Background: an optimization exercise with open tools, aiming at small area, a short achievable clock period and few clock cycles per item. Do not read the settings as production practice.
The RTL was checked by simulation tests, not by an equivalence proof against the original design.

==> inputs of v21 <==
Design wte_correct, start of the top module:
module wte_correct (
    input  wire        clk,
    input  wire        rst,
    input  wire        cfg_we,
    input  wire [2:0]  cfg_addr,
    input  wire [31:0] cfg_wdata,
    input  wire        in_valid,
    output wire        in_ready,
    input  wire [1:0]  in_slot,
    input  wire [15:0] in_s,
    input  wire [15:0] in_dark,
    input  wire [15:0] in_gain,
    output wire        out_valid,
    input  wire        out_ready,
    output wire [15:0] out_y,
    output wire [15:0] out_v,
    output wire [15:0] neg_cnt,
    output wire [15:0] clip_cnt
);
    reg [2:0]  cfg_sh;
    reg        cfg_ob16;
    reg [1:0]  cfg_obk;
    reg [15:0] doff0, doff1, doff2, doff3;
    reg [15:0] dg0, dg1, dg2, dg3;
    always @(posedge clk) begin
        if (rst) begin
            cfg_sh   <= 3'd0;
            cfg_ob16 <= 1'b1;
            cfg_obk  <= 2'd0;
            doff0 <= 16'h0000; doff1 <= 16'h0000;
            doff2 <= 16'h0000; doff3 <= 16'h0000;
            dg0   <= 16'h4000; dg1   <= 16'h4000;
            dg2   <= 16'h4000; dg3   <= 16'h4000;
        end else if (cfg_we) begin
            case (cfg_addr)
                3'd0: begin
                    cfg_sh   <= cfg_wdata[0] ? (3'd0 - cfg_wdata[11:9]) : 3'd0;
                    cfg_ob16 <= cfg_wdata[20];
                    cfg_obk  <= cfg_wdata[18:17];
                end
                3'd1: begin doff0 <= cfg_wdata[15:0]; doff1 <= cfg_wdata[31:16]; end
                3'd2: begin doff2 <= cfg_wdata[15:0]; doff3 <= cfg_wdata[31:16]; end
                3'd3: begin dg0   <= cfg_wdata[15:0]; dg1   <= cfg_wdata[31:16]; end
                3'd4: begin dg2   <= cfg_wdata[15:0]; dg3   <= cfg_wdata[31:16]; end
                default: ;
            endcase
        end
    end
    reg  v0, v1, v2;         
  ...
clock: 13.0 ns
lec_check: 0
cap_margin: 20
core_margin: 2
core_utilization: 40
slew_margin: 20
run.sh (not shown) runs the stock make flow with config.mk's settings and CLKGATE_MAP_FILE= SYNTH_SCRIPT=/design/flow/synth_recipe.tcl, a recipe that flattens the netlist after the stock synthesis.
==> inputs of v33, as changes to v21 <==
--- a/flow/design.v
+++ b/flow/design.v
@@ -43,18 +43,18 @@
                 3'd3: begin dg0   <= cfg_wdata[15:0]; dg1   <= cfg_wdata[31:16]; end
                 3'd4: begin dg2   <= cfg_wdata[15:0]; dg3   <= cfg_wdata[31:16]; end
                 default: ;
             endcase
         end
     end
-    reg  v0, v1, v2;         
+    reg  v0, v1, v2, v3;     
     reg  ov;                 
     reg  kv;                 
     wire advance = !kv;
     wire take    = ov && out_ready;
-    wire inc     = v2 && advance;
+    wire inc     = v3 && advance;
     assign in_ready  = advance;
     assign out_valid = ov;
     reg [15:0] s16_in;
     always @(*) begin
         case (cfg_sh)
             3'd1: s16_in = {in_s[13:0], 2'b0};
@@ -99,114 +99,120 @@
             2'd2: doff_sel = doff2;
             default: doff_sel = doff3;
         endcase
     end
     wire [17:0] diff = {2'b00, r0_s} - {2'b00, r0_d} - {{2{doff_sel[15]}}, doff_sel};
     wire        neg  = diff[17];
-    wire [16:0] x    = neg ? 17'd0 : diff[16:0];
-    wire [8:0]  x_one, x_two;
-    wire [7:0]  x_neg;
-    wte_benc17 u_xenc (.x(x), .one(x_one), .two(x_two), .neg(x_neg));
-    wire [31:0] gp;
-    wte_mul_gd u_mgd (.one(r0_gone), .two(r0_gtwo), .neg(r0_gneg), .p(r0_dg), .y(gp));
-    reg [8:0]  r1_one, r1_two;
-    reg [7:0]  r1_negd;
+    wire [31:0] ga, gb;
+    wire        gc;
+    wte_mul_gd u_mgd (.one(r0_gone), .two(r0_gtwo), .neg(r0_gneg), .p(r0_dg),
+                      .ca(ga), .cb(gb), .cy(gc));
+    reg [16:0] r1_x;
     reg        r1_neg;
-    reg [31:0] r1_p;
+    reg [31:0] r1_ga, r1_gb;
     always @(posedge clk) begin
         if (advance) begin
-            r1_one  <= x_one;
-            r1_two  <= x_two;
-            r1_negd <= x_neg;
+            r1_x    <= neg ? 17'd0 : diff[16:0];
             r1_neg  <= neg;
-            r1_p    <= gp;
+            r1_ga   <= ga;
+            r1_gb   <= gb;
+        end
+    end
+    wire [8:0]  x_one, x_two;
+    wire [7:0]  x_neg;
+    wte_benc17 u_xenc (.x(r1_x), .one(x_one), .two(x_two), .neg(x_neg));
+    reg [8:0]  r2_one, r2_two;
+    reg [7:0]  r2_negd;
+    reg        r2_neg;
+    reg [31:0] r2_p;
+    always @(posedge clk) begin
+        if (advance) begin
+            r2_one  <= x_one;
+            r2_two  <= x_two;
+            r2_negd <= x_neg;
+            r2_neg  <= r1_neg;
+            r2_p    <= r1_ga + r1_gb;
         end
     end
     wire [20:0] pa, pb;
     wire        pc;
-    wte_mul_xp u_mxp (.one(r1_one), .two(r1_two), .neg(r1_negd), .p(r1_p),
+    wte_mul_xp u_mxp (.one(r2_one), .two(r2_two), .neg(r2_negd), .p(r2_p),
                       .ca(pa), .cb(pb), .cy(pc));
-    reg [20:0] r2_a, r2_b;
-    reg        r2_c, r2_neg;
+    reg [20:0] r3_a, r3_b;
+    reg        r3_c, r3_neg;
     always @(posedge clk) begin
         if (advance) begin
-            r2_a   <= pa;
-            r2_b   <= pb;
-            r2_c   <= pc;
-            r2_neg <= r1_neg;
+            r3_a   <= pa;
+            r3_b   <= pb;
+            r3_c   <= pc;
+            r3_neg <= r2_neg;
         end
     end
-    wire [20:0] yf   = r2_a + r2_b + {20'd0, r2_c};
-    wire        clip = |yf[20:16];
-    wire [15:0] y    = clip ? 16'hFFFF : yf[15:0];
-    reg  [15:0] k_y;
-    reg  [15:0] o_y;
-    reg  [11:0] o_v;
-    wire [15:0] src_y = kv ? k_y : y;
-    reg  [11:0] ra;
-    reg         rb;
+    reg  [20:0] rc;
     always @(*) begin
-        case (cfg_obk)
-            2'd0:    begin ra = {src_y[15:8], 4'hF};  rb = src_y[7]; end
-            2'd1:    begin ra = {src_y[15:6], 2'b11}; rb = src_y[5]; end
-            default: begin ra = src_y[15:4];          rb = src_y[3]; end
+        if (cfg_ob16) rc = 21'd0;
+        else case (cfg_obk)
+            2'd0:    rc = 21'd128;
+            2'd1:    rc = 21'd32;
+            default: rc = 21'd8;
         endcase
     end
-    wire [12:0] rsum = {1'b0, ra} + {12'd0, rb};
+    wire [20:0] yf   = r3_a + r3_b + {20'd0, r3_c};
+    wire [20:0] yr   = r3_a + r3_b + {20'd0, r3_c} + rc;
+    wire        clip = |yf[20:16];
+    wire        vsat = |yr[20:16];
+    wire [15:0] y    = clip ? 16'hFFFF : yf[15:0];
     reg  [11:0] vred;
     always @(*) begin
-        if (cfg_ob16) vred = src_y[11:0];
-        else if (rsum[12]) begin
-            case (cfg_obk)
-                2'd0:    vred = 12'h0FF;
-                2'd1:    vred = 12'h3FF;
-                default: vred = 12'hFFF;
-            endcase
-        end else begin
-            case (cfg_obk)
-                2'd0:    vred = {4'd0, rsum[11:4]};
-                2'd1:    vred = {2'd0, rsum[11:2]};
-                default: vred = rsum[11:0];
-            endcase
-        end
+        if (cfg_ob16) vred = vsat ? 12'hFFF : yr[11:0];
+        else case (cfg_obk)
+            2'd0:    vred = vsat ? 12'h0FF : {4'd0, yr[15:8]};
+            2'd1:    vred = vsat ? 12'h3FF : {2'd0, yr[15:6]};
+            default: vred = vsat ? 12'hFFF : yr[15:4];
+        endcase
     end
+    reg  [15:0] k_y, o_y;
+    reg  [11:0] k_v, o_v;
     wire load_o = (kv || inc) && (!ov || take);
     always @(posedge clk) begin
         if (rst) begin
-            v0 <= 1'b0; v1 <= 1'b0; v2 <= 1'b0;
+            v0 <= 1'b0; v1 <= 1'b0; v2 <= 1'b0; v3 <= 1'b0;
             ov <= 1'b0; kv <= 1'b0;
         end else begin
             if (advance) begin
                 v0 <= in_valid;
                 v1 <= v0;
                 v2 <= v1;
+                v3 <= v2;
             end
             if (load_o)    ov <= 1'b1;
             else if (take) ov <= 1'b0;
             if (kv) begin
                 if (take) kv <= 1'b0;
             end else if (inc && ov && !take) begin
                 kv <= 1'b1;
             end
         end
     end
     always @(posedge clk) begin
         if (load_o) begin
-            o_y <= src_y;
-            o_v <= vred;
+            o_y <= kv ? k_y : y;
+            o_v <= kv ? k_v : vred;
         end
-        if (inc && ov && !take)
+        if (inc && ov && !take) begin
             k_y <= y;
+            k_v <= vred;
+        end
     end
     reg [15:0] neg_count, clip_count;
     always @(posedge clk) begin
         if (rst || (cfg_we && cfg_addr == 3'd5)) begin
             neg_count  <= 16'd0;
             clip_count <= 16'd0;
         end else if (inc) begin
-            if (r2_neg && neg_count != 16'hFFFF)
+            if (r3_neg && neg_count != 16'hFFFF)
                 neg_count <= neg_count + 16'd1;
             if (clip && clip_count != 16'hFFFF)
                 clip_count <= clip_count + 16'd1;
         end
     end
     assign out_y    = o_y;
@@ -282,13 +288,15 @@
 endmodule
 module wte_mul_gd (
     input  wire [8:0] one,
     input  wire [8:0] two,
     input  wire [7:0] neg,
     input  wire [15:0] p,
-    output wire [31:0] y
+    output wire [31:0] ca,
+    output wire [31:0] cb,
+    output wire        cy
 );
     wire pp1;
     wire pp2;
     wire pp3;
     wire pp4;
     wire pp5;
@@ -1142,14 +1150,15 @@
     assign fs425 = pp159 ^ hs367 ^ fc366;
     assign fc426 = (pp159 & hs367) | (pp159 & fc366) | (hs367 & fc366);
     assign fs427 = ns144 ^ pp160 ^ hc368;
     assign fc428 = (ns144 & pp160) | (ns144 & hc368) | (pp160 & hc368);
     wire [31:0] ra = {fc426, fc424, fc422, fc420, fc418, fc416, fc414, fc412, fc410, fc408, fc406, fc404, fc402, fc400, fc398, fc396, fc394, fc392, fc390, fc388, fc386, fc384, fc382, fc380, fc378, fc376, fc374, hc372, hc370, hs369, pp2, neg[0]};
     wire [31:0] rb = {fs427, fs425, fs423, fs421, fs419, fs417, fs415, fs413, fs411, fs409, fs407, fs405, fs403, fs401, fs399, fs397, fs395, fs393, fs391, fs389, fs387, fs385, fs383, fs381, fs379, fs377, fs375, fs373, hs371, pp19, 1'b0, pp1};
-    wire [31:0] sum = ra + rb;
-    assign y = sum[31:0];
+    assign cy = 1'b0;
+    assign ca = ra[31:0];
+    assign cb = rb[31:0];
 endmodule
 module wte_mul_xp (
     input  wire [8:0] one,
     input  wire [8:0] two,
     input  wire [7:0] neg,
     input  wire [31:0] p,
==> summary of the runs <==
In v33 the sequential share of layout area is higher than in v21, by 4.4 points. Core utilization is about the same in v33 and v21. Between v33 and v21, the lower non-clock buffer count is in v21 (gap 3). Against v21, the flip-flop and latch count of v33 is higher by 94. Of v33 and v21, v33 has the higher first-iteration DRC count (gap about 9%, measured against v21). v21 ran to the end with no violations. v33 completed without violations. In v21 the final cell count is lower than in v33, by about 5.5%.
==> figures <==
                                                             v21             v33
Status                                            finished clean  finished clean
Crit path buffers/inverters                                    2               3
Via count normalized by instance count                      5.48            5.45
DRT met1 WL                                             42400 um        45300 um
Non-clock buffers                                            211             214
Nets                                                        4364            4538
Post-layout util                                           44.7%           44.7%
Cell count along the critical path                            18              20
Post-detailed-placement cell area                      38800 um2       42200 um2
Met1 global-route usage                                    28.2%           27.5%
Netlist area before placement                          36600 um2       39800 um2
Average footprint of a synthesized cell                 9.59 um2        10.0 um2
Xor/xnor cell area share of the yosys netlist              12.1%           10.8%
Testbench counts of v21, summed over its fixed seeds: cycles 16,032, items 16,000.
Testbench counts of v33, summed over its fixed seeds: cycles 16,040, items 16,000.

==> inputs of build 21 <==
wte_correct, a different RTL version from the one above (not shown whole).
Design wte_correct, start of the top module:
module wte_correct (
    input  wire        clk,
    input  wire        rst,
    input  wire        cfg_we,
    input  wire [2:0]  cfg_addr,
    input  wire [31:0] cfg_wdata,
    input  wire        in_valid,
    output wire        in_ready,
    input  wire [1:0]  in_slot,
    input  wire [15:0] in_s,
    input  wire [15:0] in_dark,
    input  wire [15:0] in_gain,
    output wire        out_valid,
    input  wire        out_ready,
    output wire [15:0] out_y,
    output wire [15:0] out_v,
    output wire [15:0] neg_cnt,
    output wire [15:0] clip_cnt
);
==> flow/config.mk <==
export PLATFORM = sky130hd
export DESIGN_NAME = wte_correct
export DESIGN_NICKNAME = wte_correct
export VERILOG_FILES = /design/flow/design.v
export SDC_FILE = /design/flow/constraint.sdc
export NUM_CORES = 4
export LEC_CHECK = 0
export CAP_MARGIN = 20
export CORE_MARGIN = 2
export CORE_UTILIZATION = 40
export SLEW_MARGIN = 20
export SYNTH_HIERARCHICAL = 1
export SYNTH_MINIMUM_KEEP_SIZE = 0
==> flow/constraint.sdc <==
create_clock -name core_clock -period 13.0 [get_ports {clk}]
set_input_delay 2.6000 -clock core_clock [delete_from_list [all_inputs] [get_ports {clk}]]
set_output_delay 2.6000 -clock core_clock [all_outputs]
set_load 0.01 [all_outputs]
standard.sh (not shown) runs the stock make flow with config.mk's settings and CLKGATE_MAP_FILE= SYNTH_SCRIPT=/design/flow/synth_recipe.tcl, a recipe that flattens the netlist after the stock synthesis.
==> flow/flow/run.sh <==
#!/bin/bash
# Layout flow: the standard layout (standard.sh, unchanged synthesis,
# floorplan, placement, CTS, routing) with ORFS's repair_timing asked to
# leave a larger setup margin than the 13 ns clock needs, so that it sizes
# the critical paths of this pipeline. The clock period and constraints
# are the design's.
set -euo pipefail
export SETUP_SLACK_MARGIN=9
bash standard.sh > standard.log 2>&1
==> trial 17 (differences from build 21) <==
--- a/flow/design.v
+++ b/flow/design.v
@@ -830,51 +830,52 @@
     wire [31:0] gd_ra = {gd_fc285, gd_fc284, gd_fc283, gd_fc282, gd_fc281, gd_fc280, gd_fc279, gd_fc278, gd_fc277, gd_fc276, gd_fc275, gd_fc274, gd_fc273, gd_fc272, gd_fc271, gd_fc270, gd_fc269, gd_fc268, gd_fc267, gd_fc266, gd_fc265, gd_fc264, gd_fc263, gd_fc262, gd_fc261, gd_fc260, gd_fc259, gd_hc258, gd_hc257, gd_hs257, gd_pp2, r0_gneg[0]};
     wire [31:0] gd_rb = {gd_hs286, gd_fs285, gd_fs284, gd_fs283, gd_fs282, gd_fs281, gd_fs280, gd_fs279, gd_fs278, gd_fs277, gd_fs276, gd_fs275, gd_fs274, gd_fs273, gd_fs272, gd_fs271, gd_fs270, gd_fs269, gd_fs268, gd_fs267, gd_fs266, gd_fs265, gd_fs264, gd_fs263, gd_fs262, gd_fs261, gd_fs260, gd_fs259, gd_hs258, gd_pp19, 1'b0, gd_pp1};
     assign gc = 2'b0;
     assign gk = 32'd1431699456;
     assign ga = gd_ra[31:0];
     assign gb = gd_rb[31:0];
-    reg [16:0] r1_x;
+    reg [16:0] r1_x;         
     reg        r1_neg;
     reg [31:0] r1_ga, r1_gb;
     always @(posedge clk) begin
         if (advance) begin
-            r1_x    <= neg ? 17'd0 : diff[16:0];
+            r1_x    <= diff[16:0];
             r1_neg  <= neg;
             r1_ga   <= ga;
             r1_gb   <= gb;
         end
     end
+    wire [16:0] x = r1_neg ? 17'd0 : r1_x;
     wire [8:0]  x_one, x_two;
     wire [7:0]  x_neg;
-    assign x_one[0] = r1_x[0] ^ 1'b0;
-    assign x_two[0] = r1_x[1] ? (~r1_x[0] & ~1'b0) : (r1_x[0] & 1'b0);
-    assign x_neg[0] = r1_x[1];
-    assign x_one[1] = r1_x[2] ^ r1_x[1];
-    assign x_two[1] = r1_x[3] ? (~r1_x[2] & ~r1_x[1]) : (r1_x[2] & r1_x[1]);
-    assign x_neg[1] = r1_x[3];
-    assign x_one[2] = r1_x[4] ^ r1_x[3];
-    assign x_two[2] = r1_x[5] ? (~r1_x[4] & ~r1_x[3]) : (r1_x[4] & r1_x[3]);
-    assign x_neg[2] = r1_x[5];
-    assign x_one[3] = r1_x[6] ^ r1_x[5];
-    assign x_two[3] = r1_x[7] ? (~r1_x[6] & ~r1_x[5]) : (r1_x[6] & r1_x[5]);
-    assign x_neg[3] = r1_x[7];
-    assign x_one[4] = r1_x[8] ^ r1_x[7];
-    assign x_two[4] = r1_x[9] ? (~r1_x[8] & ~r1_x[7]) : (r1_x[8] & r1_x[7]);
-    assign x_neg[4] = r1_x[9];
-    assign x_one[5] = r1_x[10] ^ r1_x[9];
-    assign x_two[5] = r1_x[11] ? (~r1_x[10] & ~r1_x[9]) : (r1_x[10] & r1_x[9]);
-    assign x_neg[5] = r1_x[11];
-    assign x_one[6] = r1_x[12] ^ r1_x[11];
-    assign x_two[6] = r1_x[13] ? (~r1_x[12] & ~r1_x[11]) : (r1_x[12] & r1_x[11]);
-    assign x_neg[6] = r1_x[13];
-    assign x_one[7] = r1_x[14] ^ r1_x[13];
-    assign x_two[7] = r1_x[15] ? (~r1_x[14] & ~r1_x[13]) : (r1_x[14] & r1_x[13]);
-    assign x_neg[7] = r1_x[15];
-    assign x_one[8] = r1_x[16] ^ r1_x[15];
-    assign x_two[8] = 1'b0 ? (~r1_x[16] & ~r1_x[15]) : (r1_x[16] & r1_x[15]);
+    assign x_one[0] = x[0] ^ 1'b0;
+    assign x_two[0] = x[1] ? (~x[0] & ~1'b0) : (x[0] & 1'b0);
+    assign x_neg[0] = x[1];
+    assign x_one[1] = x[2] ^ x[1];
+    assign x_two[1] = x[3] ? (~x[2] & ~x[1]) : (x[2] & x[1]);
+    assign x_neg[1] = x[3];
+    assign x_one[2] = x[4] ^ x[3];
+    assign x_two[2] = x[5] ? (~x[4] & ~x[3]) : (x[4] & x[3]);
+    assign x_neg[2] = x[5];
+    assign x_one[3] = x[6] ^ x[5];
+    assign x_two[3] = x[7] ? (~x[6] & ~x[5]) : (x[6] & x[5]);
+    assign x_neg[3] = x[7];
+    assign x_one[4] = x[8] ^ x[7];
+    assign x_two[4] = x[9] ? (~x[8] & ~x[7]) : (x[8] & x[7]);
+    assign x_neg[4] = x[9];
+    assign x_one[5] = x[10] ^ x[9];
+    assign x_two[5] = x[11] ? (~x[10] & ~x[9]) : (x[10] & x[9]);
+    assign x_neg[5] = x[11];
+    assign x_one[6] = x[12] ^ x[11];
+    assign x_two[6] = x[13] ? (~x[12] & ~x[11]) : (x[12] & x[11]);
+    assign x_neg[6] = x[13];
+    assign x_one[7] = x[14] ^ x[13];
+    assign x_two[7] = x[15] ? (~x[14] & ~x[13]) : (x[14] & x[13]);
+    assign x_neg[7] = x[15];
+    assign x_one[8] = x[16] ^ x[15];
+    assign x_two[8] = 1'b0 ? (~x[16] & ~x[15]) : (x[16] & x[15]);
     reg [8:0]  r2_one, r2_two;
     reg [7:0]  r2_negd;
     reg        r2_neg;
     reg [31:0] r2_p;
     always @(posedge clk) begin
         if (advance) begin
@@ -2241,24 +2242,24 @@
     wire [21:0] yf2  = r3_a + r3_b + {20'd0, r3_c} + pk;
     wire [21:0] yr2  = r3_a + r3_b + {20'd0, r3_c} + pk + {rc, 1'b0};
     wire [20:0] yf   = yf2[21:1];
     wire [20:0] yr   = yr2[21:1];
     wire        clip = |yf[20:16];
     wire        vsat = |yr[20:16];
+    wire [15:0] y    = clip ? 16'hFFFF : yf[15:0];
     reg  [11:0] vred;
     always @(*) begin
-        if (cfg_ob16) vred = yr[11:0];
+        if (cfg_ob16) vred = vsat ? 12'hFFF : yr[11:0];
         else case (cfg_obk)
-            2'd0:    vred = {4'd0, yr[15:8]};
-            2'd1:    vred = {2'd0, yr[15:6]};
-            default: vred = yr[15:4];
+            2'd0:    vred = vsat ? 12'h0FF : {4'd0, yr[15:8]};
+            2'd1:    vred = vsat ? 12'h3FF : {2'd0, yr[15:6]};
+            default: vred = vsat ? 12'hFFF : yr[15:4];
         endcase
     end
     reg  [15:0] k_y, o_y;
     reg  [11:0] k_v, o_v;
-    reg         k_clip, o_clip, k_vsat, o_vsat;
     wire load_o = (kv || inc) && (!ov || take);
     always @(posedge clk) begin
         if (rst) begin
             v0 <= 1'b0; v1 <= 1'b0; v2 <= 1'b0; v3 <= 1'b0;
             ov <= 1'b0; kv <= 1'b0;
         end else begin
@@ -2276,22 +2277,18 @@
                 kv <= 1'b1;
             end
         end
     end
     always @(posedge clk) begin
         if (load_o) begin
-            o_y    <= kv ? k_y    : yf[15:0];
-            o_v    <= kv ? k_v    : vred;
-            o_clip <= kv ? k_clip : clip;
-            o_vsat <= kv ? k_vsat : vsat;
+            o_y <= kv ? k_y : y;
+            o_v <= kv ? k_v : vred;
         end
         if (inc && ov && !take) begin
-            k_y    <= yf[15:0];
-            k_v    <= vred;
-            k_clip <= clip;
-            k_vsat <= vsat;
+            k_y <= y;
+            k_v <= vred;
         end
     end
     reg [15:0] neg_count, clip_count;
     always @(posedge clk) begin
         if (rst || (cfg_we && cfg_addr == 3'd5)) begin
             neg_count  <= 16'd0;
@@ -2300,24 +2297,14 @@
             if (r3_neg && neg_count != 16'hFFFF)
                 neg_count <= neg_count + 16'd1;
             if (clip && clip_count != 16'hFFFF)
                 clip_count <= clip_count + 16'd1;
         end
     end
-    wire [15:0] y_out = o_y | {16{o_clip}};
-    reg  [11:0] vmask;
-    always @(*) begin
-        if (cfg_ob16) vmask = 12'hFFF;
-        else case (cfg_obk)
-            2'd0:    vmask = 12'h0FF;
-            2'd1:    vmask = 12'h3FF;
-            default: vmask = 12'hFFF;
-        endcase
-    end
-    assign out_y    = y_out;
-    assign out_v    = {cfg_ob16 ? y_out[15:12] : 4'd0, o_v | (vmask & {12{o_vsat}})};
+    assign out_y    = o_y;
+    assign out_v    = {cfg_ob16 ? o_y[15:12] : 4'd0, o_v};
     assign neg_cnt  = neg_count;
     assign clip_cnt = clip_count;
 endmodule
 module wte_fa (
     input  wire a,
     input  wire b,
==> results.toml <==
[outcome]
status = "no timing/DRC/antenna violations"

[final_layout]
layout.nets = 4553
seq_area_share_pct = 27.74

[synthesis]
synth_edf_count = 316

[global_routing]
grt.met3_usage_pct = 3.040

[place]
gp_congestion = 0.8665

[clocking]
cts_buffers = 54
-- figures above: trial 17

==> results.toml <==
[outcome]
status = "no timing/DRC/antenna violations"

[place]
gp_congestion = 0.8525

[global_routing]
grt.met3_usage_pct = 2.455

[final_layout]
seq_area_share_pct = 28.42
layout.nets = 4536

[synthesis]
synth_edf_count = 320
-- figures above: build 21

Testbench counts of build 21, summed over its fixed seeds: cycles 16,040, items 16,000.
Testbench counts of trial 17, summed over its fixed seeds: cycles 16,040, items 16,000.

## what the ideal ports hide
No port has a modelled driver above. Below, the same layouts with a new extraction and two added sets of constraints.
Step 1, drivers: a clkbuf_16 drives clk and a buf_2 each remaining input, both assumed.
Step 2, shift: input delay + t, output delay - t, t = (earliest + latest rising clock arrival at the registers) / 2. This alone moves slack from input paths to output paths.
Three values: ideal ports, drivers, drivers and shift; two values: the first two.
| run | shift t [ns] | setup WS [ns] | worst hold slack (ns) | worst setup path at the end | slew at the worst register clock pin (ns) |
|---|---|---|---|---|---|
| v21 | 0.672 | 6.566 / 6.566 / 6.566 | 0.419 / 0.419 / 0.419 | register to register | 0.06 / 0.06 |
| v33 | 0.710 | 7.680 / 7.680 / 7.680 | 0.431 / 0.431 / 0.431 | register to register | 0.07 / 0.07 |
| build 21 | 0.678 | 8.403 / 8.403 / 8.394 | 0.398 / 0.398 / 0.398 | input to register | 0.07 / 0.07 |
| trial 17 | 0.680 | 8.242 / 8.242 / 8.242 | 0.419 / 0.419 / 0.419 | register to register | 0.07 / 0.07 |
After both steps every run listed still meets setup and hold. The setup slack of build 21, which loses most, moves by 0.000 ns with the drivers and by -0.009 ns with both steps.
